What follows belongs to an exercise in optimizing a design on an open flow for small area and a short achievable clock period; a production flow would make more cautious choices.
No run shown here included a check of the RTL's function; only the layout flow was run.
No activity file was given, so power comes from the tool's default toggle rates.

==> flow/design.v <==
module prolu_mul (
    input  wire [32:0] a,       
    input  wire [16:0] b,       
    input  wire [33:0] c,       
    output wire [47:0] p
);
    wire [17:0] bx = {b[16], b};
    wire [18:0] bb = {bx, 1'b0};
    wire [33:0] ax = {a[32], a};
    reg  [47:0] rows [0:8];
    reg  [47:0] negs;
    integer i, j;
    reg one, two, neg;
    reg [34:0] pp;
    always @* begin
        negs = 48'd0;
        for (i = 0; i < 9; i = i + 1) begin
            neg = bb[2*i+2];
            one = bb[2*i+1] ^ bb[2*i];
            two = (bb[2*i+2] & ~bb[2*i+1] & ~bb[2*i]) | (~bb[2*i+2] & bb[2*i+1] & bb[2*i]);
            pp[0] = ((one & ax[0])) ^ neg;
            for (j = 1; j < 34; j = j + 1)
                pp[j] = ((one & ax[j]) | (two & ax[j-1])) ^ neg;
            pp[34] = ((one & ax[33]) | (two & ax[33])) ^ neg;
            pp[34] = ~pp[34];
            rows[i] = {13'd0, pp} << (2*i);
            negs[2*i] = neg;
        end
    end
    localparam [47:0] K = 48'h0 - (48'h4_0000_0000 + 48'h10_0000_0000 + 48'h40_0000_0000 +
                          48'h100_0000_0000 + 48'h400_0000_0000 + 48'h1000_0000_0000 +
                          48'h4000_0000_0000 + 48'h0 + 48'h0) - 48'h2_0000_0000;
    wire [47:0] cx = {14'd0, ~c[33], c[32:0]};
    assign p = rows[0] + rows[1] + rows[2] + rows[3] + rows[4] + rows[5] +
               rows[6] + rows[7] + rows[8] + negs + cx + K;
endmodule
module prolu_core (
    input  wire        clk,
    input  wire        rst,           
    output wire [31:0] imem_addr,
    input  wire [31:0] imem_rdata,
    output wire        dmem_re,
    output wire        dmem_we,
    output wire [31:0] dmem_addr,     
    output wire [3:0]  dmem_be,
    output wire [31:0] dmem_wdata,
    input  wire [31:0] dmem_rdata,
    input  wire [11:1] ev_notice,     
    input  wire [7:0]  qw_ready,      
    input  wire        rtc_tick,      
    input  wire [27:0] rtc_time,      
    output wire        retire,
    output wire [31:0] retire_pc,
    output wire        wb_en,
    output wire [3:0]  wb_reg,
    output wire [31:0] wb_data,
    output wire [31:0] psr,
    output wire        sleeping,
    output wire        double_fault
);
    localparam [31:0] EDGE_MASK  = 32'hFF00_0FFF;
    localparam [31:0] CORE_ID    = 32'h0000_3000;    
    localparam [2:0] F_ILLEGAL = 3'd1, F_ALIGN = 3'd2, F_REFUSED = 3'd3,
                     F_STACK   = 3'd4, F_DIVZERO = 3'd5, F_BREAK = 3'd6;
    reg         st_multi, st_pp, st_fault, st_sleep, st_dead;
    wire        st_exec = !(st_multi | st_pp | st_fault | st_sleep | st_dead);
    reg  [31:2] pc;
    reg         f_n, f_z, f_c, f_v, fh;
    reg  [3:0]  qt;
    reg  [7:0]  epsr_hi;              
    reg         epsr_fh;              
    reg  [31:2] epc, fvec, splim;
    reg  [31:0] faddr;
    reg  [2:0]  fcause;
    reg  [11:0] pend_lo;              
    reg  [7:0]  pend_hi;              
    reg         tim_en;
    reg  [27:0] tim_at;
    reg  [31:0] cycle_cnt;
    reg  [7:0]  qw_en;
    reg  [55:0] qw_q;                 
    reg         lu_valid;             
    reg  [3:0]  lu_reg;
    reg  [5:0]  cnt;                  
    reg  [31:0] sq, sr;               
    wire core_rst = rst || st_dead;
    reg         rf_we;
    reg  [3:0]  rf_wa;
    reg  [31:0] rf_wd;
    wire [31:0] rf [0:15];
    wire [31:0] rf_wd_r = core_rst ? 32'd0 : rf_wd;
    assign rf[0] = 32'd0;
    genvar g;
    generate
        for (g = 1; g < 16; g = g + 1) begin : gen_rf
            reg [31:0] r;
            always @(posedge clk) begin
                if (core_rst || (rf_we && rf_wa == g))
                    r <= (g == 15 && core_rst) ? 32'h2001_0000 : rf_wd_r;
            end
            assign rf[g] = r;
        end
    endgenerate
    wire [31:0] ir    = imem_rdata;
    wire [5:0]  op    = ir[31:26];
    wire [3:0]  rd    = ir[25:22];
    wire [3:0]  ra    = ir[21:18];
    wire [3:0]  rb    = ir[17:14];
    wire [3:0]  fn    = ir[3:0];
    wire [17:0] imm18 = ir[17:0];
    wire [31:0] sx18  = {{14{ir[17]}}, ir[17:0]};
    wire [31:0] sx22  = {{10{ir[21]}}, ir[21:0]};
    wire [29:0] sx26  = {{4{ir[25]}}, ir[25:0]};
    wire is_alu  = (op == 6'h00);
    wire is_ext  = (op == 6'h01);
    wire is_cmpi = (op == 6'h07);
    reg  [3:0]  pp_k;
    integer i;
    always @* begin
        pp_k = 4'd0;
        for (i = 14; i >= 1; i = i - 1)
            if (sr[i-1]) pp_k = i[3:0];
    end
    wire        pp_last = ((sr[13:0] & (sr[13:0] - 14'd1)) == 14'd0);
    wire        b_is_rd = (op == 6'h0F) || (op == 6'h10) || (op == 6'h11) ||
                          (op == 6'h19) || (op == 6'h1A);
    wire [3:0]  rb_sel  = st_pp ? pp_k : (b_is_rd ? rd : rb);
    wire [31:0] va = rf[ra];
    wire [31:0] vb = rf[rb_sel];
    wire [31:0] sp = rf[15];
    wire [31:0] psr_now  = {f_n, f_z, f_c, f_v, qt, 23'd0, fh};
    wire [31:0] pend_all = {pend_hi, qw_en & qw_ready, 4'd0, pend_lo};
    wire fetch_ok = (pc[31:19] == 13'd0) || (pc[31:16] == 16'h2000);
    reg reads_lu;
    always @* begin
        case (op)
            6'h00, 6'h01, 6'h20, 6'h21, 6'h22, 6'h23, 6'h24, 6'h25, 6'h26,
            6'h27, 6'h28, 6'h29, 6'h2A, 6'h2B, 6'h2C, 6'h2D:
                reads_lu = (ra == lu_reg) || (rb == lu_reg);
            6'h02, 6'h03, 6'h04, 6'h05, 6'h06, 6'h07, 6'h0A, 6'h0B, 6'h0C,
            6'h0D, 6'h0E, 6'h18, 6'h1B, 6'h1D:
                reads_lu = (ra == lu_reg);
            6'h0F, 6'h10, 6'h11:
                reads_lu = (rd == lu_reg) || (ra == lu_reg);
            6'h19, 6'h1A:
                reads_lu = (rd == lu_reg);
            6'h12:
                reads_lu = ir[{1'b0, lu_reg}] || (lu_reg == 4'd15);
            6'h13:
                reads_lu = (lu_reg == 4'd15);
            default:
                reads_lu = 1'b0;
        endcase
    end
    wire stall = fetch_ok && lu_valid && reads_lu;
    wire issue = st_exec && !stall;
    wire [31:0] add_b  = is_alu ? (vb ^ {32{fn[0]}}) : (sx18 ^ {32{is_cmpi}});
    wire        add_ci = is_alu ? (fn[1] ? f_c : fn[0]) : is_cmpi;
    wire [32:0] add_sum = {1'b0, va} + {1'b0, add_b} + {32'd0, add_ci};
    wire [31:0] add_r  = add_sum[31:0];
    wire        add_c  = add_sum[32];
    wire        add_v  = (va[31] == add_b[31]) && (add_r[31] != va[31]);
    wire [31:0] ea     = add_r;
    wire [31:0] lg_b = is_alu ? vb : {14'd0, imm18};
    wire [1:0]  lg_k = is_alu ? fn[1:0] : (op[2:0] == 3'd3) ? 2'd0 :
                       (op[2:0] == 3'd4) ? 2'd1 : 2'd2;
    reg  [31:0] lg_r;
    always @* begin
        case (lg_k)
            2'd0:    lg_r = va & lg_b;
            2'd1:    lg_r = va | lg_b;
            2'd2:    lg_r = va ^ lg_b;
            default: lg_r = va & ~lg_b;
        endcase
    end
    wire [1:0]  sh_kind = is_alu ? fn[1:0] : imm18[6:5];
    wire [7:0]  sh_n    = !is_alu ? {3'd0, imm18[4:0]} :
                          (fn[1:0] == 2'd3) ? {3'd0, vb[4:0]} : vb[7:0];
    wire [4:0]  sh_m    = (sh_kind == 2'd0) ? (5'd0 - sh_n[4:0]) : sh_n[4:0];
    wire [63:0] sh_dbl  = {va, va} >> sh_m;
    wire [31:0] sh_rot  = sh_dbl[31:0];
    wire [31:0] sh_mr   = 32'hFFFF_FFFF >> sh_n[4:0];    
    reg  [31:0] sh_ml;                                   
    integer k;
    always @* for (k = 0; k < 32; k = k + 1) sh_ml[k] = sh_mr[31-k];
    wire        sh_big  = (sh_n[7:5] != 3'd0);           
    wire        sh_le32 = (sh_n[7:6] == 2'd0) && !(sh_n[5] && sh_n[4:0] != 5'd0);
    wire        sh_zero = (sh_n == 8'd0);
    wire        sh_sign = va[31] && (sh_kind == 2'd2);
    reg  [31:0] sh_r;
    reg         sh_c;
    always @* begin
        case (sh_kind)
            2'd0: begin
                sh_r = sh_big ? 32'd0 : (sh_rot & sh_ml);
                sh_c = sh_le32 && sh_rot[0];
            end
            2'd3: begin
                sh_r = sh_rot;
                sh_c = sh_rot[31];
            end
            default: begin
                sh_r = sh_big ? {32{sh_sign}} : ((sh_rot & sh_mr) | (~sh_mr & {32{sh_sign}}));
                sh_c = (sh_kind == 2'd2) ? (sh_big ? va[31] : sh_rot[31])
                                         : (sh_le32 && sh_rot[31]);
            end
        endcase
        if (sh_zero) sh_c = f_c;
    end
    wire [5:0] clz_r;
    prolu_clz32 u_clz (.x(va), .n(clz_r));
    reg cond_ok;
    always @* begin
        case (rd)
            4'd0:  cond_ok = f_z;
            4'd1:  cond_ok = !f_z;
            4'd2:  cond_ok = f_c;
            4'd3:  cond_ok = !f_c;
            4'd4:  cond_ok = f_n;
            4'd5:  cond_ok = !f_n;
            4'd6:  cond_ok = f_v;
            4'd7:  cond_ok = !f_v;
            4'd8:  cond_ok = f_c && !f_z;
            4'd9:  cond_ok = !f_c || f_z;
            4'd10: cond_ok = (f_n == f_v);
            4'd11: cond_ok = (f_n != f_v);
            4'd12: cond_ok = !f_z && (f_n == f_v);
            4'd13: cond_ok = f_z || (f_n != f_v);
            4'd14: cond_ok = qt[3];
            default: cond_ok = !qt[3];
        endcase
    end
    wire [31:2] pc4    = pc + 30'd1;
    wire [29:0] br_off = (op == 6'h16 || op == 6'h17) ? sx26 : sx22[29:0];
    wire [31:2] pc_off = pc + br_off;
    wire m_sz4 = (op == 6'h0A) || (op == 6'h0F);
    wire m_sz2 = (op == 6'h0B) || (op == 6'h0C) || (op == 6'h10);
    wire m_store   = (op == 6'h0F) || (op == 6'h10) || (op == 6'h11);
    wire m_regwin  = (ea[31:20] == 12'h400 && ea[19:18] != 2'b11) ||
                     (ea[31:18] == 14'h1800);
    wire m_misal   = (m_sz4 && ea[1:0] != 2'd0) || (m_sz2 && ea[0]);
    wire m_align   = m_misal || (!m_sz4 && m_regwin);
    wire m_stack   = (ra == 4'd15) && (ea < {splim, 2'b00});
    wire m_flash   = (ea[31:19] == 13'd0);
    wire m_sram    = (ea[31:16] == 16'h2000);
    wire m_refused = !(m_flash || m_sram) || (m_store && m_flash);
    wire [7:0]  ld_b = ea[1] ? (ea[0] ? dmem_rdata[31:24] : dmem_rdata[23:16])
                             : (ea[0] ? dmem_rdata[15:8]  : dmem_rdata[7:0]);
    wire [15:0] ld_h = ea[1] ? dmem_rdata[31:16] : dmem_rdata[15:0];
    reg  [31:0] ld_val;
    always @* begin
        case (op[2:0])
            3'd3:    ld_val = {16'd0, ld_h};                  
            3'd4:    ld_val = {{16{ld_h[15]}}, ld_h};         
            3'd5:    ld_val = {24'd0, ld_b};                  
            3'd6:    ld_val = {{24{ld_b[7]}}, ld_b};          
            default: ld_val = dmem_rdata;                     
        endcase
    end
    wire        pp_is_pop = op[0];
    wire [15:0] pp_m      = imm18[15:0];
    reg  [3:0]  pp_n;
    integer j;
    always @* begin
        pp_n = 4'd0;
        for (j = 1; j < 15; j = j + 1)
            pp_n = pp_n + {3'd0, pp_m[j]};
    end
    wire [32:0] pp_t   = pp_is_pop ? ({1'b0, sp} + {27'd0, pp_n, 2'b00})
                                   : ({1'b0, sp} - {27'd0, pp_n, 2'b00});
    wire [31:0] pp_lo  = pp_is_pop ? sp : pp_t[31:0];
    wire [32:0] pp_end = pp_is_pop ? pp_t : {pp_t[32], sp};
    wire        pp_nz  = (pp_n != 4'd0);
    wire        pp_wrap  = pp_nz && pp_end[32] && (pp_end[31:2] != 30'd0);
    wire        pp_lo_in = (pp_lo[31:16] == 16'h2000);
    wire        pp_over  = pp_end[32] || (pp_end[31:0] > 32'h2001_0000);
    wire [7:0] sreg = imm18[7:0];
    reg        sreg_ok;
    reg [31:0] sreg_val;
    always @* begin
        sreg_ok = 1'b1;
        case (sreg)
            8'h00: sreg_val = psr_now;
            8'h01: sreg_val = {epsr_hi, 23'd0, epsr_fh};
            8'h02: sreg_val = {epc, 2'b00};
            8'h03: sreg_val = {29'd0, fcause};
            8'h04: sreg_val = faddr;
            8'h05: sreg_val = {fvec, 2'b00};
            8'h06: sreg_val = {splim, 2'b00};
            8'h07: sreg_val = pend_all;
            8'h08: sreg_val = {tim_en, 3'd0, tim_at};
            8'h09: sreg_val = cycle_cnt;
            8'h0A: sreg_val = CORE_ID;
            8'h0B: sreg_val = 32'd0;
            8'h10, 8'h11, 8'h12, 8'h13, 8'h14, 8'h15, 8'h16, 8'h17:
                   sreg_val = {qw_en[sreg[2:0]], 24'd0, qw_q[sreg[2:0]*7 +: 7]};
            default: begin
                sreg_val = 32'd0;
                sreg_ok  = 1'b0;
            end
        endcase
    end
    reg        x_fault;
    reg [2:0]  x_cause;
    reg [31:0] x_faddr;
    reg        x_multi;         
    reg [5:0]  x_cnt;           
    reg        x_wb;
    reg [3:0]  x_wreg;
    reg [31:0] x_res;
    reg        x_setnz, x_setc, x_setv;
    reg        x_c, x_v;
    reg [31:2] x_pc;
    reg        x_re, x_we;
    reg [3:0]  x_be;
    reg        x_lu;
    reg        x_sleep;
    reg        x_pp;
    reg [31:0] x_clr;           
    reg [7:0]  x_set;           
    always @* begin
        x_fault = 1'b0;   x_cause = 3'd0;  x_faddr = 32'd0;
        x_multi = 1'b0;   x_cnt = 6'd0;
        x_wb = 1'b0;      x_wreg = rd;     x_res = 32'd0;
        x_setnz = 1'b0;   x_setc = 1'b0;   x_setv = 1'b0;   x_c = 1'b0;  x_v = 1'b0;
        x_pc = pc4;
        x_re = 1'b0;      x_we = 1'b0;     x_be = 4'd0;
        x_lu = 1'b0;      x_sleep = 1'b0;  x_pp = 1'b0;
        x_clr = 32'd0;    x_set = 8'd0;
        if (!fetch_ok) begin
            x_fault = 1'b1; x_cause = F_REFUSED; x_faddr = {pc, 2'b00};
        end else begin
            case (op)
            6'h00: begin
                if (ir[13:4] != 10'd0 || fn == 4'd15) begin
                    x_fault = 1'b1; x_cause = F_ILLEGAL;
                end else begin
                    x_wb = 1'b1; x_setnz = 1'b1;
                    case (fn)
                        4'd0, 4'd1, 4'd2, 4'd3: begin
                            x_res = add_r; x_setc = 1'b1; x_c = add_c;
                            x_setv = 1'b1; x_v = add_v;
                        end
                        4'd4, 4'd5, 4'd6, 4'd7: x_res = lg_r;
                        4'd8, 4'd9, 4'd10, 4'd11: begin
                            x_res = sh_r; x_setc = 1'b1; x_c = sh_c;
                        end
                        4'd12: x_multi = 1'b1;
                        default: begin x_multi = 1'b1; x_cnt = 6'd1; end
                    endcase
                end
            end
            6'h01: begin
                if (ir[13:4] != 10'd0 || fn > 4'd7 || (fn >= 4'd4 && rb != 4'd0)) begin
                    x_fault = 1'b1; x_cause = F_ILLEGAL;
                end else if (fn < 4'd4 && vb == 32'd0) begin
                    x_fault = 1'b1; x_cause = F_DIVZERO;
                end else begin
                    x_wb = 1'b1; x_setnz = 1'b1;
                    case (fn)
                        4'd0, 4'd1, 4'd2, 4'd3: begin x_multi = 1'b1; x_cnt = 6'd32; end
                        4'd4: x_res = {26'd0, clz_r};
                        4'd5: x_res = {va[7:0], va[15:8], va[23:16], va[31:24]};
                        4'd6: x_res = {{24{va[7]}}, va[7:0]};
                        default: x_res = {{16{va[15]}}, va[15:0]};
                    endcase
                end
            end
            6'h02: begin
                x_wb = 1'b1; x_res = add_r; x_setnz = 1'b1;
                x_setc = 1'b1; x_c = add_c; x_setv = 1'b1; x_v = add_v;
            end
            6'h03, 6'h04, 6'h05: begin x_wb = 1'b1; x_setnz = 1'b1; x_res = lg_r; end
            6'h06: begin
                if (imm18[17:7] != 11'd0) begin
                    x_fault = 1'b1; x_cause = F_ILLEGAL;
                end else begin
                    x_wb = 1'b1; x_setnz = 1'b1; x_res = sh_r;
                    x_setc = 1'b1; x_c = sh_c;
                end
            end
            6'h07: begin
                if (rd != 4'd0) begin
                    x_fault = 1'b1; x_cause = F_ILLEGAL;
                end else begin
                    x_res = add_r; x_setnz = 1'b1;
                    x_setc = 1'b1; x_c = add_c; x_setv = 1'b1; x_v = add_v;
                end
            end
            6'h08: begin x_wb = 1'b1; x_res = sx22; end
            6'h09: begin
                if (ir[21:16] != 6'd0) begin
                    x_fault = 1'b1; x_cause = F_ILLEGAL;
                end else begin
                    x_wb = 1'b1; x_res = {ir[15:0], 16'd0};
                end
            end
            6'h14: begin x_wb = 1'b1; x_res = {pc_off, 2'b00}; end
            6'h0A, 6'h0B, 6'h0C, 6'h0D, 6'h0E, 6'h0F, 6'h10, 6'h11: begin
                if (m_align) begin
                    x_fault = 1'b1; x_cause = F_ALIGN; x_faddr = ea;
                end else if (m_stack) begin
                    x_fault = 1'b1; x_cause = F_STACK; x_faddr = ea;
                end else if (m_refused) begin
                    x_fault = 1'b1; x_cause = F_REFUSED; x_faddr = ea;
                end else begin
                    if (m_sz4)      x_be = 4'b1111;
                    else if (m_sz2) x_be = ea[1] ? 4'b1100 : 4'b0011;
                    else            x_be = 4'b0001 << ea[1:0];
                    if (m_store) begin
                        x_we = 1'b1;
                    end else begin
                        x_re = 1'b1;
                        x_wb = 1'b1; x_res = ld_val;
                        if (m_flash) x_multi = 1'b1;
                        else         x_lu = (rd != 4'd0);
                    end
                end
            end
            6'h12, 6'h13: begin
                if (ir[25:18] != 8'd0 || imm18[17:16] != 2'd0 || pp_m[0] || pp_m[15]) begin
                    x_fault = 1'b1; x_cause = F_ILLEGAL;
                end else if (sp[1:0] != 2'd0) begin
                    x_fault = 1'b1; x_cause = F_ALIGN; x_faddr = pp_lo;
                end else if (pp_nz && pp_lo < {splim, 2'b00}) begin
                    x_fault = 1'b1; x_cause = F_STACK; x_faddr = pp_lo;
                end else if (pp_wrap && splim != 30'd0) begin
                    x_fault = 1'b1; x_cause = F_STACK; x_faddr = 32'd0;
                end else if (pp_nz && !pp_lo_in) begin
                    x_fault = 1'b1; x_cause = F_REFUSED; x_faddr = pp_lo;
                end else if (pp_nz && pp_over) begin
                    x_fault = 1'b1; x_cause = F_REFUSED; x_faddr = 32'h2001_0000;
                end else begin
                    x_wb = 1'b1; x_wreg = 4'd15;
                    x_res = pp_is_pop ? pp_end[31:0] : pp_lo;
                    x_pp = pp_nz;
                end
            end
            6'h15, 6'h19, 6'h1A: begin
                if ((op == 6'h15) ? cond_ok :
                    (op == 6'h19) ? (vb == 32'd0) : (vb != 32'd0)) begin
                    x_pc = pc_off;
                    x_multi = 1'b1;
                end
            end
            6'h16: begin x_pc = pc_off; x_multi = 1'b1; end
            6'h17: begin
                x_pc = pc_off; x_multi = 1'b1;
                x_wb = 1'b1; x_wreg = 4'd14; x_res = {pc4, 2'b00};
            end
            6'h18: begin
                if (ir[17:0] != 18'd0) begin
                    x_fault = 1'b1; x_cause = F_ILLEGAL;
                end else if (va[1:0] != 2'd0) begin
                    x_fault = 1'b1; x_cause = F_ALIGN; x_faddr = va;
                end else begin
                    x_pc = va[31:2]; x_multi = 1'b1;
                    x_wb = 1'b1; x_res = {pc4, 2'b00};
                end
            end
            6'h1B: begin
                case (imm18[3:0])
                    4'd0: begin
                        if (rd != 4'd0 || ra != 4'd0 || imm18[17:4] != 14'd0) begin
                            x_fault = 1'b1; x_cause = F_ILLEGAL;
                        end
                    end
                    4'd1: begin
                        x_fault = 1'b1;
                        if (rd != 4'd0 || ra != 4'd0) x_cause = F_ILLEGAL;
                        else begin x_cause = F_BREAK; x_faddr = {18'd0, imm18[17:4]}; end
                    end
                    4'd2: begin
                        if (rd != 4'd0 || ra != 4'd0 || imm18[17:4] != 14'd0 || !fh) begin
                            x_fault = 1'b1; x_cause = F_ILLEGAL;
                        end else begin
                            x_multi = 1'b1; x_cnt = 6'd1; x_pc = epc;
                        end
                    end
                    4'd3: begin
                        if (rd != 4'd0 || imm18[17:4] != 14'd0) begin
                            x_fault = 1'b1; x_cause = F_ILLEGAL;
                        end else begin
                            x_set = va[31:24];
                        end
                    end
                    4'd4: begin
                        if (rd != 4'd0 || imm18[17:4] != 14'd0) begin
                            x_fault = 1'b1; x_cause = F_ILLEGAL;
                        end else begin
                            x_clr = va;
                        end
                    end
                    4'd5: begin
                        if (imm18[17:4] != 14'd0) begin
                            x_fault = 1'b1; x_cause = F_ILLEGAL;
                        end else begin
                            x_wb = 1'b1; x_res = pend_all & va;
                            x_clr = va;
                        end
                    end
                    default: begin x_fault = 1'b1; x_cause = F_ILLEGAL; end
                endcase
            end
            6'h1C: begin
                if (ra != 4'd0 || imm18[17:8] != 10'd0 || !sreg_ok) begin
                    x_fault = 1'b1; x_cause = F_ILLEGAL;
                end else begin
                    x_wb = 1'b1; x_res = sreg_val;
                end
            end
            6'h1D: begin
                if (rd != 4'd0 || imm18[17:8] != 10'd0 || !sreg_ok) begin
                    x_fault = 1'b1; x_cause = F_ILLEGAL;
                end else if (sreg == 8'h07) begin
                    x_clr = va;
                end
            end
            6'h2D: begin
                x_res = pend_all & va;
                if (ir[13:0] != 14'd0 || (va == 32'd0 && vb[27:0] == 28'd0)) begin
                    x_fault = 1'b1; x_cause = F_ILLEGAL;
                end else if ((pend_all & va) != 32'd0) begin
                    x_wb = 1'b1; x_multi = 1'b1;
                    x_clr = va;
                end else begin
                    x_sleep = 1'b1;
                end
            end
            default: begin
                x_fault = 1'b1; x_cause = F_ILLEGAL;
            end
            endcase
        end
    end
    wire x_ok = issue && !x_fault;
    wire        mul_s   = (fn == 4'd13);
    wire        mulh_c2 = st_multi;                            
    wire [32:0] mul_a = {mul_s & va[31], va};
    wire [16:0] mul_b = mulh_c2 ? {mul_s & vb[31], vb[31:16]} : {1'b0, vb[15:0]};
    wire [33:0] mul_c = mulh_c2 ? {sr[16], sr[16:0], sq[31:16]} : 34'd0;
    wire [48:0] mul_p = $signed(mul_a) * $signed(mul_b) + $signed(mul_c);
    wire [15:0] mul_t = sr[15:0] * sr[31:16];
    wire [15:0] mul_u = sq[31:16] + mul_t;
    wire [31:0] mul_lo = {mul_u, sq[15:0]};
    wire        dv_signed = !fn[0];
    wire        dv_first  = (cnt == 6'd32);
    wire        dv_bneg   = dv_signed && vb[31];
    wire [31:0] neg_in    = (fn[1] && !dv_first) ? sr : sq;
    wire [31:0] neg_out   = 32'd0 - neg_in;
    wire [31:0] dv_q      = (dv_first && dv_signed && va[31]) ? neg_out : sq;
    wire [32:0] dv_sum    = {sr, dv_q[31]} + {1'b0, vb ^ {32{!dv_bneg}}} + {32'd0, !dv_bneg};
    wire        dv_fits   = dv_sum[32];
    wire        dv_neg    = fn[1] ? (!fn[0] && va[31]) : (!fn[0] && (va[31] ^ vb[31]));
    wire [31:0] div_res   = dv_neg ? neg_out : (fn[1] ? sr : sq);
    wire [31:0] sl_hit  = pend_all & va;
    wire        sl_wake = (sl_hit != 32'd0) ||
                          (vb[27:0] != 28'd0 && sr[27:0] == vb[27:0]);
    wire        m_commit = st_multi && (cnt == 6'd0);
    wire        c_wb     = is_alu || is_ext || (op >= 6'h0A && op <= 6'h0E) ||
                           (op == 6'h17) || (op == 6'h18) || (op == 6'h2D);
    wire [3:0]  c_wreg   = (op == 6'h17) ? 4'd14 : rd;
    wire [31:0] m_res    = (is_alu && fn == 4'd12) ? mul_lo :
                           is_ext ? div_res :
                           (op == 6'h17 || op == 6'h18) ? {pc4, 2'b00} : sq;
    always @* begin
        rf_we = 1'b0; rf_wa = x_wreg; rf_wd = x_res;
        if (st_pp) begin
            rf_we = op[0]; rf_wa = pp_k; rf_wd = dmem_rdata;
        end else if (st_multi) begin
            rf_we = m_commit && c_wb; rf_wa = c_wreg; rf_wd = m_res;
        end else begin
            rf_we = x_ok && x_wb && !x_multi;
        end
    end
    assign imem_addr  = {pc, 2'b00};
    assign dmem_re    = (x_ok && x_re) || (st_pp && op[0]);
    assign dmem_we    = (x_ok && x_we) || (st_pp && !op[0]);
    assign dmem_addr  = st_pp ? {16'h2000, sq[13:0], 2'b00} : {ea[31:2], 2'b00};
    assign dmem_be    = st_pp ? 4'b1111 : x_be;
    assign dmem_wdata = vb << {(st_pp ? 2'd0 : ea[1:0]), 3'b000};
    assign retire     = (x_ok && !x_pp && !x_sleep && !x_multi) ||
                        m_commit || (st_pp && pp_last);
    assign retire_pc  = {pc, 2'b00};
    assign wb_en      = rf_we && (rf_wa != 4'd0);
    assign wb_reg     = rf_wa;
    assign wb_data    = rf_wd;
    assign psr        = psr_now;
    assign sleeping   = st_sleep;
    assign double_fault = st_dead;
    wire [27:0] tim_d    = tim_at - rtc_time;
    wire        tim_fire = rtc_tick && tim_en && (tim_d == 28'd0 || tim_d[27]);
    reg [31:0] clr_now;
    always @* begin
        clr_now = 32'd0;
        if (x_ok)
            clr_now = x_clr;
        if (st_sleep && sl_wake)
            clr_now = sl_hit;
    end
    wire [11:0] set_lo = {ev_notice, tim_fire};
    wire [7:0]  set_hi = x_ok ? x_set : 8'd0;
    always @(posedge clk) begin
        if (core_rst) begin
            st_multi  <= 1'b0;
            st_pp     <= 1'b0;
            st_fault  <= 1'b0;
            st_sleep  <= 1'b0;
            st_dead   <= 1'b0;
            pc        <= 30'd0;
            f_n <= 1'b0; f_z <= 1'b0; f_c <= 1'b0; f_v <= 1'b0; fh <= 1'b0;
            qt        <= 4'd0;
            epsr_hi   <= 8'd0;
            epsr_fh   <= 1'b0;
            epc       <= 30'd0;
            faddr     <= 32'd0;
            fcause    <= 3'd0;
            fvec      <= 30'h0000_0040;
            splim     <= 30'h0800_0000;
            pend_lo   <= 12'd0;
            pend_hi   <= 8'd0;
            tim_en    <= 1'b0;
            tim_at    <= 28'd0;
            cycle_cnt <= 32'd0;
            qw_en     <= 8'd0;
            qw_q      <= 56'd0;
            lu_valid  <= 1'b0;
            lu_reg    <= 4'd0;
            cnt       <= 6'd0;
            sq        <= 32'd0;
            sr        <= 32'd0;
        end else begin
            if (!st_sleep)
                cycle_cnt <= cycle_cnt + 32'd1;
            pend_lo <= (pend_lo & ~clr_now[11:0]) | set_lo;
            pend_hi <= (pend_hi & ~clr_now[31:24]) | set_hi;
            if (tim_fire)
                tim_en <= 1'b0;
            lu_valid <= x_ok && x_lu;
            lu_reg   <= rd;
            if (st_exec && !stall) begin
                if (x_fault) begin
                    if (fh) begin
                        st_dead <= 1'b1;
                    end else begin
                        st_fault <= 1'b1;
                        cnt      <= 6'd2;
                        epsr_hi  <= psr_now[31:24];
                        epsr_fh  <= fh;
                        epc      <= pc;
                        fcause   <= x_cause;
                        faddr    <= x_faddr;
                    end
                end else begin
                    if (!x_multi) begin
                        if (x_setnz) begin
                            f_n <= x_res[31];
                            f_z <= (x_res == 32'd0);
                        end
                        if (x_setc) f_c <= x_c;
                        if (x_setv) f_v <= x_v;
                    end
                    if (op == 6'h1D) begin
                        case (sreg)
                            8'h00: begin
                                f_n <= va[31]; f_z <= va[30]; f_c <= va[29]; f_v <= va[28];
                                qt  <= va[27:24];
                            end
                            8'h01: begin epsr_hi <= va[31:24]; epsr_fh <= va[0]; end
                            8'h02: epc   <= va[31:2];
                            8'h05: fvec  <= va[31:2];
                            8'h06: splim <= va[31:2];
                            8'h08: begin
                                tim_en <= va[31];
                                tim_at <= va[27:0];
                            end
                            8'h10, 8'h11, 8'h12, 8'h13, 8'h14, 8'h15, 8'h16, 8'h17: begin
                                if (va[7:0] < 8'd112) begin
                                    qw_en[sreg[2:0]] <= va[31];
                                    qw_q[sreg[2:0]*7 +: 7] <= va[6:0];
                                end
                            end
                            default: ;
                        endcase
                    end
                    if (x_sleep) begin
                        st_sleep <= 1'b1;
                        sr       <= 32'd0;
                    end else if (x_pp) begin
                        st_pp    <= 1'b1;
                        sq       <= {18'd0, pp_lo[15:2]};
                        sr       <= {18'd0, pp_m[14:1]};
                    end else if (!x_multi) begin
                        pc <= x_pc;
                    end else begin
                        st_multi <= 1'b1;
                        cnt      <= x_cnt;
                        if (is_alu) begin
                            sq <= mul_p[31:0];
                            sr <= (fn == 4'd12) ? {vb[31:16], va[15:0]} : {15'd0, mul_p[48:32]};
                        end else if (is_ext) begin
                            sq <= va;
                            sr <= 32'd0;
                        end else begin
                            sq <= x_res;
                        end
                    end
                end
            end
            if (st_multi) begin
                if (is_ext) begin
                    sr <= dv_fits ? dv_sum[31:0] : {sr[30:0], dv_q[31]};
                    sq <= {dv_q[30:0], dv_fits};
                end else if (is_alu && cnt == 6'd1) begin
                    sq <= mul_p[47:16];
                end
                if (cnt != 6'd0) begin
                    cnt <= cnt - 6'd1;
                end else begin
                    st_multi <= 1'b0;
                    pc <= x_pc;
                    if (is_alu || is_ext) begin
                        f_n <= m_res[31];
                        f_z <= (m_res == 32'd0);
                    end
                    if (is_ext && fn == 4'd0)
                        f_v <= (va == 32'h8000_0000) && (vb == 32'hFFFF_FFFF);
                    if (op == 6'h1B) begin
                        f_n <= epsr_hi[7]; f_z <= epsr_hi[6]; f_c <= epsr_hi[5]; f_v <= epsr_hi[4];
                        qt  <= epsr_hi[3:0];
                        fh  <= 1'b0;
                    end
                end
            end
            if (st_pp) begin
                sr[13:0] <= sr[13:0] & (sr[13:0] - 14'd1);
                sq[13:0] <= sq[13:0] + 14'd1;
                if (pp_last) begin
                    st_pp <= 1'b0;
                    pc    <= pc4;
                end
            end
            if (st_fault) begin
                if (cnt != 6'd0) begin
                    cnt <= cnt - 6'd1;
                end else begin
                    st_fault <= 1'b0;
                    fh       <= 1'b1;
                    pc       <= fvec;
                end
            end
            if (st_sleep) begin
                if (rtc_tick)
                    sr[27:0] <= sr[27:0] + 28'd1;
                if (sl_wake) begin
                    st_sleep <= 1'b0;
                    st_multi <= 1'b1;
                    cnt      <= 6'd2;
                    sq       <= sl_hit;
                end
            end
        end
    end
endmodule
module prolu_clz32 (
    input  wire [31:0] x,
    output wire [5:0]  n
);
    function automatic [2:0] clz4(input [3:0] v);
        clz4 = v[3] ? 3'd0 : v[2] ? 3'd1 : v[1] ? 3'd2 : v[0] ? 3'd3 : 3'd4;
    endfunction
    wire [2:0] c0 = clz4(x[31:28]), c1 = clz4(x[27:24]), c2 = clz4(x[23:20]), c3 = clz4(x[19:16]);
    wire [2:0] c4 = clz4(x[15:12]), c5 = clz4(x[11:8]),  c6 = clz4(x[7:4]),    c7 = clz4(x[3:0]);
    wire [3:0] h0 = c0[2] ? {2'b01, c1[1:0]} + {1'b0, c1[2], 2'b00} : {2'b00, c0[1:0]};
    wire [3:0] h1 = c2[2] ? {2'b01, c3[1:0]} + {1'b0, c3[2], 2'b00} : {2'b00, c2[1:0]};
    wire [3:0] h2 = c4[2] ? {2'b01, c5[1:0]} + {1'b0, c5[2], 2'b00} : {2'b00, c4[1:0]};
    wire [3:0] h3 = c6[2] ? {2'b01, c7[1:0]} + {1'b0, c7[2], 2'b00} : {2'b00, c6[1:0]};
    wire [4:0] q0 = h0[3] ? {2'b01, h1[2:0]} + {1'b0, h1[3], 3'b000} : {2'b00, h0[2:0]};
    wire [4:0] q1 = h2[3] ? {2'b01, h3[2:0]} + {1'b0, h3[3], 3'b000} : {2'b00, h2[2:0]};
    assign n = q0[4] ? {2'b01, q1[3:0]} + {1'b0, q1[4], 4'b0000} : {2'b00, q0[3:0]};
endmodule
==> flow/run.sh <==
#!/bin/bash
# synth_recipe.tcl (not shown) runs the flow's synth.tcl, then flattens the netlist and writes it again
# the make line also repeats each setting of config.mk as NAME=value (left out here)
make -C /OpenROAD-flow-scripts/flow DESIGN_CONFIG=/design/flow/config.mk WORK_HOME=/design/flow/orfs CLKGATE_MAP_FILE= SYNTH_SCRIPT=/design/flow/synth_recipe.tcl finish
==> flow/config.mk <==
export PLATFORM = sky130hd
export DESIGN_NAME = prolu_core
export DESIGN_NICKNAME = prolu_core
export VERILOG_FILES = /design/flow/design.v
export SDC_FILE = /design/flow/constraint.sdc
export NUM_CORES = 8
export LEC_CHECK = 0
export ABC_AREA = 1
export CAP_MARGIN = 20
export CORE_MARGIN = 2
export CORE_UTILIZATION = 50
export PLACE_DENSITY = 0.6
export SETUP_SLACK_MARGIN = 5
export SLEW_MARGIN = 20
==> flow/constraint.sdc <==
create_clock -name core_clock -period 20.0 [get_ports {clk}]
set_input_delay 4.0000 -clock core_clock [delete_from_list [all_inputs] [get_ports {clk}]]
set_output_delay 4.0000 -clock core_clock [all_outputs]
set_load 0.01 [all_outputs]
==> notes.md, run 1 <==
Max clock buf depth=3; Synth Area in Compound Gates=0.199; pin count of the biggest net entering global routing=132; Placed Instance Area=0.108 mm^2; # IOs=320; syn_area_per_cell=6.91 um^2; Die Y=452 um; post-synth top area share=0.143; placer congestion estimate=1.32; top cells by area, synth=edfxtp_1 14%, fa_1 13%, nand2_1 12%; Top FF cell, synth=edfxtp_1; YS warnings=2; Netlist cell types=88; Worst endpoint type=register input; top-count cell post-synth=nand2_1; post-synthesis mux area share=0; DP HPWL=542000 um; clk sinks=878; Post-synth ARST share=0; Fail Step=global routing (5_1_grt); Root Buffer=clkbuf_16; synth cell count leaders=3318 x nand2_1, 2059 x inv_1, 1236 x nor2_1; number of synthesized flops with an enable pin=480; Yosys reg bits=878; stop err=[ERROR GRT-0232] Routing congestion too high. Check the congestion heatmap in the GUI.; initial core utilization=0.503; Cell Area, Synth=0.100 mm^2; largest family of logic cells by synthesized area=simple AND/OR/NAND/NOR gates; total gr overflow=40; status=aborted with a tool error; Hold-fix buffers, CTS=0; die width=452 um; number of port buffers=290; worst setup endpoint GRT=f_z$_SDFF_PP0_/D; Rows=164; adder-cell share of the synthesized area=0.189; post-synthesis simple-gate area fraction=0.242; CTS buffer count=99; XOR/XNOR Fraction of Synth Area=0.0292; part of the Yosys area used for sequential elements=0.223; Gate Count Post-Synth=14535; H-tree level count=3; top cell type by total area after synthesis=edfxtp_1; total track usage=0.740
==> power groups by stage <==
stage	registers, mW	logic [mW]	clock network [mW]
floorplan	2.29	4.75	0
global placement	2.40	10.8	0
detailed placement	2.41	10.9	0
CTS	2.37	11.5	1.98
==> kinds of logic after synthesis <==
kind of cell,count (synthesis)
and+or+nand+nor,5829
xor gates and xnor gates,335
AOI/OAI and AO/OA,3370
adders and majority gates,1116
other,1
DFF,878
buffers and inverters,3006
==> metrics by stage <==
stage                     total power, mW  hold WS (ns)  utilization  cells  setup WS [ns]
after detailed placement             13.3         0.446        0.542  17236          0.716
after floorplan                      7.04         0.422            -  14563           4.74
after CTS                            15.8         0.448        0.585  17794           3.35
after global placement               13.2         0.433        0.542  17236          0.842
==> worst max path at each step <==
| stage | startpoint | endpoint | slack [ns] | cells past startpoint |
|---|---|---|---|---|
| after global placement | imem_rdata[30] | wb_data[11] | 0.84 | 50 |
| after detailed placement | imem_rdata[30] | wb_data[11] | 0.72 | 50 |
| after CTS | imem_rdata[6] | wb_en | 3.35 | 47 |
| after floorplan | imem_rdata[10] | wb_en | 4.74 | 47 |
==> metal layers <==
layer / overflow / track usage
met1: 0 / 0.761
met2: 20 / 0.880
met3: 0 / 0.609
met4: 19 / 0.688
met5: 1 / 0.349
==> what timing repair did <==
item / in CTS
setup buffers: 371
gates cloned: 6
setup endpoints to repair: 148
pin swaps: 212
resized for setup: 759
==> inputs of run 2 (changes only) <==
--- a/flow/config.mk
+++ b/flow/config.mk
@@ -5,7 +5,7 @@
 export SDC_FILE = /design/flow/constraint.sdc
 export NUM_CORES = 8
 export LEC_CHECK = 0
-export ABC_AREA = 1
+export ABC_AREA = 0
 export CAP_MARGIN = 20
 export CORE_MARGIN = 2
 export CORE_UTILIZATION = 50
==> run 2 against run 1 <==
Compared with the run above:
- the run again fails in global routing (5_1_grt)
- area after synthesis increased by 0.98%
- synthesized cell count decreased by 13%
==> notes.md, run 2 <==
Max clock buf depth=3 (unchanged); H-tree level count=3 (unchanged); Top FF cell, synth=edfxtp_1; post-synth top area share=0.142 (-0.00139); top cell type by total area after synthesis=edfxtp_1; adder-cell share of the synthesized area=0.188 (-0.00163); part of the Yosys area used for sequential elements=0.221 (-0.00216); post-synthesis simple-gate area fraction=0.190 (-0.0527); DP HPWL=571000 um (+5.4%); # IOs=320 (unchanged); Root Buffer=clkbuf_16; clk sinks=878 (unchanged); worst slack at placement=0.908 ns (+0.192 ns); synth cell count leaders=1485 x nand2_1, 1136 x nor2_1, 980 x inv_1; DP Cell Count=15305 (-11%); placer congestion estimate=1.35 (+2.3%); syn_area_per_cell=8.06 um^2 (+17%); CTS buffer count=102 (+3.0%); top-count cell post-synth=nand2_1; Cell Area, Synth=0.101 mm^2 (+0.98%); Hold-fix buffers, CTS=0 (unchanged); Yosys reg bits=878 (unchanged); top cells by area, synth=edfxtp_1 14%, fa_1 13%, dfxtp_1 7.9%; Netlist cell types=114 (+30%); Gate Count Post-Synth=12594 (-13%); Synth Area in Compound Gates=0.237 (+0.0385); total track usage=0.814; YS warnings=2 (unchanged); Die Y=454 um (+0.48%); status=aborted with a tool error; stop err=[ERROR GRT-0116] Global routing finished with congestion. Check the congestion regions in the DRC Viewer.; post-synthesis mux area share=0.0439 (+0.0439); die width=454 um (+0.48%); first-pass GRT wire length=1190000 um; Post-synth ARST share=0 (unchanged); number of port buffers=290 (unchanged); initial core utilization=0.502 (-0.000743); total gr overflow=1127; number of synthesized flops with an enable pin=480 (unchanged); pin count of the biggest net entering global routing=203; vias in the first global route=132598; largest family of logic cells by synthesized area=compound AO/OA/AOI/OAI gates; XOR/XNOR Fraction of Synth Area=0.0405 (+0.0113); Fail Step=global routing (5_1_grt); Rows=165 (+0.61%)
run 2: cell count changes after synthesis, sizes merged, moves of 107 or more:
cell,delta
mux2i,+210
mux2,+119
nor2,-136
o22ai,-134
xnor2,+231
a22oi,+158
nand2,-1856
inv,-1116
nand3,-390
o21ai,-464
clkbuf,+155
a21oi,-168
and2,+186
a21o,+107
run 2: kinds of logic after synthesis:
family	Yosys count
adder cells (fa/ha/maj)	1118
other	1
flip-flops	878
AO/OA/AOI/OAI	3551
multiplexers	374
buffers and inverters	2042
AND/OR/NAND/NOR	4161
XOR/XNOR	469
run 2: stage by stage:
stage | instance area (um^2) | utilization | total power, mW
after floorplan | 102000 | - | 8.66
after global placement | 111000 | 0.548 | 14.5
after detailed placement | 111000 | 0.549 | 14.8
after CTS | 119000 | 0.589 | 17.2
run 2: how the worst max path moves through the flow:
stage / to / cells after the start
after floorplan: wb_data[31] / 36
after global placement: wb_en / 40
after detailed placement: wb_data[22] / 35
after CTS: wb_data[12] / 39
run 2: power groups by stage:
stage	Combinational (mW)	Clock [mW]	Sequential, mW
2_1_floorplan	6.41	0	2.25
3_3_place_gp	12.1	0	2.37
4_1_cts	12.9	2.02	2.34
3_5_place_dp	12.4	0	2.38
run 2: layer usage:
metal,GRT overflow,GRT usage
met5,5,0.403
met1,38,0.823
met3,40,0.710
met2,630,0.940
met4,414,0.778
run 2: timing repair:
item,in CTS
setup buffers,327
resized for setup,571
pin swaps,180
gates cloned,11
endpoints found under the setup margin,601
